Source: an optimization exercise on an open RTL-to-GDS flow (aim: small area). Production flows keep margins and buffers that such runs may drop. Where RTL was checked, it was by simulation tests only, not by an equivalence proof against the original. No activity file was given, so power comes from the tool's default toggle rates.

==> inputs of run a <==
==> flow/design.v <==
module spike_rank_filter (
    input  wire        clk,
    input  wire        rst,           
    input  wire [15:0] raw,           
    input  wire [1:0]  mode,          
    input  wire [1:0]  win,           
    input  wire [3:0]  rank,          
    input  wire [15:0] thr,           
    input  wire        cnt_rd,        
    output wire [15:0] clean,
    output wire        excised,
    output reg  [31:0] excise_count
);
    integer a, b, i, j;
    reg [127:0] hist;
    reg [8:1]   vld;
    reg [80:0]  ord;
    reg  [8:1]  nw;
    wire        raw_le0 = raw[15] | (raw == 16'd0);
    always @(*) begin
        for (b = 1; b <= 8; b = b + 1)
            nw[b] = vld[b] ? ($signed(raw) <= $signed(hist[16*(b-1) +: 16]))
                           : raw_le0;
    end
    always @(posedge clk) begin
        hist <= {hist[111:0], raw};
        if (rst) begin
            vld <= 8'd0;
            for (a = 1; a <= 8; a = a + 1)
                for (b = a + 1; b <= 8; b = b + 1)
                    ord[9*a+b] <= 1'b1;       
        end else begin
            vld <= {vld[7:1], 1'b1};
            for (a = 1; a <= 7; a = a + 1)
                for (b = a + 1; b <= 7; b = b + 1)
                    ord[9*(a+1)+b+1] <= ord[9*a+b];
            for (b = 1; b <= 7; b = b + 1)
                ord[9+b+1] <= nw[b];
        end
    end
    reg [8:0] pinf, minf;
    always @(*) begin
        pinf = 9'd0;
        minf = 9'd0;
        pinf[0] = (win != 2'd3);
        pinf[1] = ~win[1];
        pinf[2] = (win == 2'd0);
        minf[6] = (win == 2'd0);
        minf[7] = ~win[1];
        minf[8] = (win != 2'd3);
    end
    reg [80:0] lo;
    always @(*) begin
        lo = 81'd0;
        for (a = 0; a <= 8; a = a + 1)
            for (b = a + 1; b <= 8; b = b + 1)
                lo[9*a+b] = ((a == 0) ? nw[b] : ord[9*a+b])
                            & (pinf[a] == pinf[b]) & (minf[a] == minf[b]);
    end
    wire [3:0] tgt   = (mode == 2'd3) ? (rank + 4'd2 - {2'b00, win}) : 4'd4;
    wire [3:0] tgtm1 = tgt - 4'd1;
    reg [2:0]  cnt;
    reg [8:1]  hit;
    reg [15:0] sel_c;
    always @(*) begin
        for (i = 1; i <= 8; i = i + 1) begin
            cnt = 3'd0;
            for (j = 1; j <= 8; j = j + 1) begin
                if (j < i) cnt = cnt + {2'b00, lo[9*j+i]};
                if (j > i) cnt = cnt + {2'b00, ~lo[9*i+j]};
            end
            hit[i] = lo[i] ? ({1'b0, cnt} == tgtm1) : ({1'b0, cnt} == tgt);
        end
        sel_c = (hit == 8'd0) ? raw : 16'd0;
        for (i = 1; i <= 8; i = i + 1)
            if (hit[i] && vld[i]) sel_c = sel_c | hist[16*(i-1) +: 16];
    end
    wire [15:0] teff_c = (mode == 2'd2) ? thr : (mode == 2'd0) ? 16'hffff : 16'd0;
    reg [15:0] sel1, teff1;
    always @(posedge clk) begin
        sel1  <= sel_c;
        teff1 <= teff_c;
    end
    wire [15:0] x1   = vld[5] ? hist[16*4 +: 16] : 16'd0;
    wire [16:0] d1   = {x1[15], x1} - {sel1[15], sel1};
    wire [15:0] e1   = d1[15:0] ^ {16{d1[16]}};           
    wire [16:0] s1   = {1'b0, e1} + {1'b0, ~teff1} + {16'd0, d1[16]};
    wire        exc1 = s1[16];                             
    reg [15:0] cl2, cl3, cl4;
    reg        ex2, ex3, ex4;
    always @(posedge clk) begin
        cl2 <= exc1 ? sel1 : x1;
        ex2 <= exc1;
        cl3 <= cl2;
        ex3 <= ex2;
        cl4 <= cl3;
        ex4 <= ex3;
    end
    assign clean   = cl4 & {16{vld[4]}};
    assign excised = ex4 & vld[4];
    always @(posedge clk) begin
        if (rst)
            excise_count <= 32'd0;
        else if (cnt_rd)
            excise_count <= {31'd0, excised};
        else
            excise_count <= excise_count + {31'd0, excised};
    end
endmodule
==> flow/run.sh <==
#!/bin/bash
# synth_recipe.tcl (not shown) runs the flow's synth.tcl, then flattens the netlist and writes it again
# the make line also repeats each setting of config.mk as NAME=value (left out here)
make -C /OpenROAD-flow-scripts/flow DESIGN_CONFIG=/design/flow/config.mk WORK_HOME=/design/flow/orfs CLKGATE_MAP_FILE= SYNTH_SCRIPT=/design/flow/synth_recipe.tcl finish
==> flow/config.mk <==
export PLATFORM = sky130hd
export DESIGN_NAME = spike_rank_filter
export DESIGN_NICKNAME = spike_rank_filter
export VERILOG_FILES = /design/flow/design.v
export SDC_FILE = /design/flow/constraint.sdc
export NUM_CORES = 4
export LEC_CHECK = 0
export CAP_MARGIN = 20
export CORE_MARGIN = 2
export CORE_UTILIZATION = 40
export PLACE_DENSITY = 0.6
export SLEW_MARGIN = 20
==> flow/constraint.sdc <==
create_clock -name core_clock -period 7.0 [get_ports {clk}]
set_input_delay 1.4000 -clock core_clock [delete_from_list [all_inputs] [get_ports {clk}]]
set_output_delay 1.4000 -clock core_clock [all_outputs]
set_load 0.01 [all_outputs]
==> run b: changes against run a <==
==> flow/design.v (replaced) <==
module spike_rank_filter (
    input  wire        clk,
    input  wire        rst,           
    input  wire [15:0] raw,           
    input  wire [1:0]  mode,          
    input  wire [1:0]  win,           
    input  wire [3:0]  rank,          
    input  wire [15:0] thr,           
    input  wire        cnt_rd,        
    output reg  [15:0] clean,
    output reg         excised,
    output reg  [31:0] excise_count
);
    localparam MODE_BYPASS = 2'd0;
    localparam MODE_MEDIAN = 2'd1;
    localparam MODE_EXCISE = 2'd2;
    localparam MODE_RANK   = 2'd3;
    integer i, j;
    reg [15:0] w0 [0:8];
    reg [1:0]  mode0;
    reg [1:0]  win0;
    reg [3:0]  rank0;
    reg [15:0] thr0;
    always @(posedge clk) begin
        if (rst) begin
            for (i = 0; i < 9; i = i + 1) w0[i] <= 16'd0;
            mode0 <= MODE_BYPASS;
            win0  <= 2'd0;
            rank0 <= 4'd0;
            thr0  <= 16'd0;
        end else begin
            w0[0] <= raw;
            for (i = 1; i < 9; i = i + 1) w0[i] <= w0[i-1];
            mode0 <= mode;
            win0  <= win;
            rank0 <= rank;
            thr0  <= thr;
        end
    end
    reg        le_c [0:8][0:8];
    reg        le1  [0:8][0:8];
    reg [15:0] w1 [0:8];
    reg [8:0]  act1;
    reg [3:0]  tgt1;              
    reg [1:0]  mode1;
    reg [15:0] thr1;
    reg [8:0]  act_c;
    reg [3:0]  tgt_c;
    always @(*) begin
        for (i = 0; i < 9; i = i + 1)
            for (j = 0; j < 9; j = j + 1)
                le_c[i][j] = (i < j) ? ($signed(w0[i]) <= $signed(w0[j])) : 1'b0;
        case (win0)
            2'd0:    act_c = 9'b000111000;
            2'd1:    act_c = 9'b001111100;
            2'd2:    act_c = 9'b011111110;
            default: act_c = 9'b111111111;
        endcase
        if (mode0 == MODE_RANK)
            tgt_c = rank0 - 4'd1;
        else
            tgt_c = {2'b00, win0} + 4'd1;    
    end
    always @(posedge clk) begin
        if (rst) begin
            for (i = 0; i < 9; i = i + 1) begin
                w1[i] <= 16'd0;
                for (j = 0; j < 9; j = j + 1) le1[i][j] <= 1'b0;
            end
            act1  <= 9'd0;
            tgt1  <= 4'd0;
            mode1 <= MODE_BYPASS;
            thr1  <= 16'd0;
        end else begin
            for (i = 0; i < 9; i = i + 1) begin
                w1[i] <= w0[i];
                for (j = 0; j < 9; j = j + 1) le1[i][j] <= le_c[i][j];
            end
            act1  <= act_c;
            tgt1  <= tgt_c;
            mode1 <= mode0;
            thr1  <= thr0;
        end
    end
    reg [3:0]  rnk_c [0:8];
    reg [15:0] sel_c;
    reg [15:0] sel2;
    reg [15:0] x2;
    reg [1:0]  mode2;
    reg [15:0] thr2;
    always @(*) begin
        for (i = 0; i < 9; i = i + 1) begin
            rnk_c[i] = 4'd0;
            for (j = 0; j < 9; j = j + 1) begin
                if (j < i && act1[j] && le1[j][i]) rnk_c[i] = rnk_c[i] + 4'd1;
                if (j > i && act1[j] && !le1[i][j]) rnk_c[i] = rnk_c[i] + 4'd1;
            end
        end
        sel_c = 16'd0;
        for (i = 0; i < 9; i = i + 1)
            if (act1[i] && rnk_c[i] == tgt1) sel_c = sel_c | w1[i];
    end
    always @(posedge clk) begin
        if (rst) begin
            sel2  <= 16'd0;
            x2    <= 16'd0;
            mode2 <= MODE_BYPASS;
            thr2  <= 16'd0;
        end else begin
            sel2  <= sel_c;
            x2    <= w1[4];
            mode2 <= mode1;
            thr2  <= thr1;
        end
    end
    reg [16:0] diff_c;
    reg [16:0] adiff_c;
    reg [15:0] clean_c;
    reg        excised_c;
    always @(*) begin
        diff_c  = {x2[15], x2} - {sel2[15], sel2};
        adiff_c = diff_c[16] ? (17'd0 - diff_c) : diff_c;
        case (mode2)
            MODE_BYPASS: clean_c = x2;
            MODE_MEDIAN: clean_c = sel2;
            MODE_EXCISE: clean_c = (adiff_c > {1'b0, thr2}) ? sel2 : x2;
            default:     clean_c = sel2;
        endcase
        excised_c = (mode2 != MODE_BYPASS) && (clean_c != x2);
    end
    always @(posedge clk) begin
        if (rst) begin
            clean   <= 16'd0;
            excised <= 1'b0;
        end else begin
            clean   <= clean_c;
            excised <= excised_c;
        end
    end
    always @(posedge clk) begin
        if (rst)
            excise_count <= 32'd0;
        else if (cnt_rd)
            excise_count <= {31'd0, excised};
        else
            excise_count <= excise_count + {31'd0, excised};
    end
endmodule
==> run c: changes against run a <==
--- a/flow/design.v
+++ b/flow/design.v
@@ -16,11 +16,18 @@
     reg [8:1]   vld;
     reg [80:0]  ord;
     reg  [8:1]  nw;
+    reg  [15:0] hb;
+    reg         cy;
+    wire [15:0] nr      = {raw[15], ~raw[14:0]};
     wire        raw_le0 = raw[15] | (raw == 16'd0);
     always @(*) begin
-        for (b = 1; b <= 8; b = b + 1)
-            nw[b] = vld[b] ? ($signed(raw) <= $signed(hist[16*(b-1) +: 16]))
-                           : raw_le0;
+        for (b = 1; b <= 8; b = b + 1) begin
+            hb = hist[16*(b-1) +: 16] ^ 16'h8000;
+            cy = 1'b1;
+            for (i = 0; i < 16; i = i + 1)
+                cy = (hb[i] & nr[i]) | (hb[i] & cy) | (nr[i] & cy);
+            nw[b] = vld[b] ? cy : raw_le0;
+        end
     end
     always @(posedge clk) begin
         hist <= {hist[111:0], raw};
@@ -59,17 +66,27 @@
     end
     wire [3:0] tgt   = (mode == 2'd3) ? (rank + 4'd2 - {2'b00, win}) : 4'd4;
     wire [3:0] tgtm1 = tgt - 4'd1;
-    reg [2:0]  cnt;
+    reg [6:0]  t;
+    reg        sa, ca, sb, cb, r0, cc, r1, r2;
     reg [8:1]  hit;
     reg [15:0] sel_c;
     always @(*) begin
         for (i = 1; i <= 8; i = i + 1) begin
-            cnt = 3'd0;
+            b = 0;
+            t = 7'd0;
             for (j = 1; j <= 8; j = j + 1) begin
-                if (j < i) cnt = cnt + {2'b00, lo[9*j+i]};
-                if (j > i) cnt = cnt + {2'b00, ~lo[9*i+j]};
+                if (j < i) begin t[b] = lo[9*j+i];  b = b + 1; end
+                if (j > i) begin t[b] = ~lo[9*i+j]; b = b + 1; end
             end
-            hit[i] = lo[i] ? ({1'b0, cnt} == tgtm1) : ({1'b0, cnt} == tgt);
+            sa = t[0] ^ t[1] ^ t[2];
+            ca = (t[0] & t[1]) | (t[0] & t[2]) | (t[1] & t[2]);
+            sb = t[3] ^ t[4] ^ t[5];
+            cb = (t[3] & t[4]) | (t[3] & t[5]) | (t[4] & t[5]);
+            r0 = sa ^ sb ^ t[6];
+            cc = (sa & sb) | (sa & t[6]) | (sb & t[6]);
+            r1 = ca ^ cb ^ cc;
+            r2 = (ca & cb) | (ca & cc) | (cb & cc);
+            hit[i] = lo[i] ? ({1'b0, r2, r1, r0} == tgtm1) : ({1'b0, r2, r1, r0} == tgt);
         end
         sel_c = (hit == 8'd0) ? raw : 16'd0;
         for (i = 1; i <= 8; i = i + 1)
CORE_UTILIZATION = 60   (was 40)
CTS_BUF_LIST = sky130_fd_sc_hd__clkbuf_16   (was default)
CTS_CLUSTER_DIAMETER = 100   (was default)
CTS_CLUSTER_SIZE = 25   (was default)
PLACE_DENSITY = 0.75   (was 0.6)
==> qor summary <==
metric	run c	run a	run b
Outcome	finished clean	finished clean	finished clean
Arrival time at the worst endpoint	6220 ps	6510 ps	6860 ps
Sequential-to-total area share from yosys stat	0.408	0.371	0.219
Footprint of the flip-flops and latches	0.00559 mm²	0.00559 mm²	0.00659 mm²
Sequential fraction of total cell area	0.367	0.318	0.197
Area share of the largest cell type after synthesis	0.408	0.371	0.282
Simple-gate portion of the synthesized area	0.187	0.170	0.195
Register bit total from synthesis	279	279	329
Transition time at the pin with the least slew margin	907 ps	1120 ps	983 ps
Cell Count Post-Placement	1814	2169	4456
Sw Pwr	1.45 mW	1.73 mW	1.83 mW
Average size of a mapped cell	9.24 µm²	9.24 µm²	8.68 µm²
Commonest non-fill, non-tap cell in the layout	sky130_fd_sc_hd__dfxtp_1	sky130_fd_sc_hd__dfxtp_1	sky130_fd_sc_hd__ha_1
Starting density of the core	0.608	0.403	0.404
Metal2 WL	16300 µm	18300 µm	41000 µm
DRT met1 WL	14600 µm	20000 µm	43800 µm
PnR Total Power	4.36 mW	5.25 mW	5.82 mW
Nets in the synthesized netlist	1599	1874	4193
LEAKAGE	6.50 nW	8.00 nW	14.8 nW
Final-layout non-clock buffer area share	0.0677	0.0609	0.0313
Top fanout value on the critical path	10	15	16
Internal power contribution	2.91 mW	3.52 mW	3.99 mW
Vertical extent of the die	155 µm	198 µm	278 µm
Crit path setup slack, layout	1180 ps	927 ps	639 ps
CLK BUF	15	42	55
No functional check of the RTL was part of run b.

[what the ideal ports hide]
Ports are ideal in the flow. The routed layouts listed here were re-timed in OpenROAD. Step 1 sets driving cells, clkbuf_16 on the clock port and buf_2 on the other inputs (assumed; they add their load-dependent delay and slew). Step 2 moves the port delays by t, midway between the first and last clock arrival at a register: inputs arrive t later, outputs are due t later. That takes back most of the time a late clock gives input paths. a / b / c = ideal ports / drivers / drivers and shift; a / b = the first two.
| run | t (ns) | setup WS [ns] | hold WS [ns] | worst data-port slew with drivers (ns) |
|---|---|---|---|---|
| run a | 0.623 | 0.927 / 0.955 / 0.332 | 0.324 / 0.324 / 0.324 | 0.04 |
| run b | 0.640 | 0.639 / 0.639 / 0.639 | 0.433 / 0.433 / 0.433 | 0.07 |
| run c | 0.553 | 1.176 / 1.203 / 0.649 | 0.334 / 0.334 / 0.334 | 0.05 |
After both steps every run listed still meets setup and hold. For run a, which loses most, drivers alone change the setup slack by +0.028 ns; drivers and shift together by -0.595 ns.
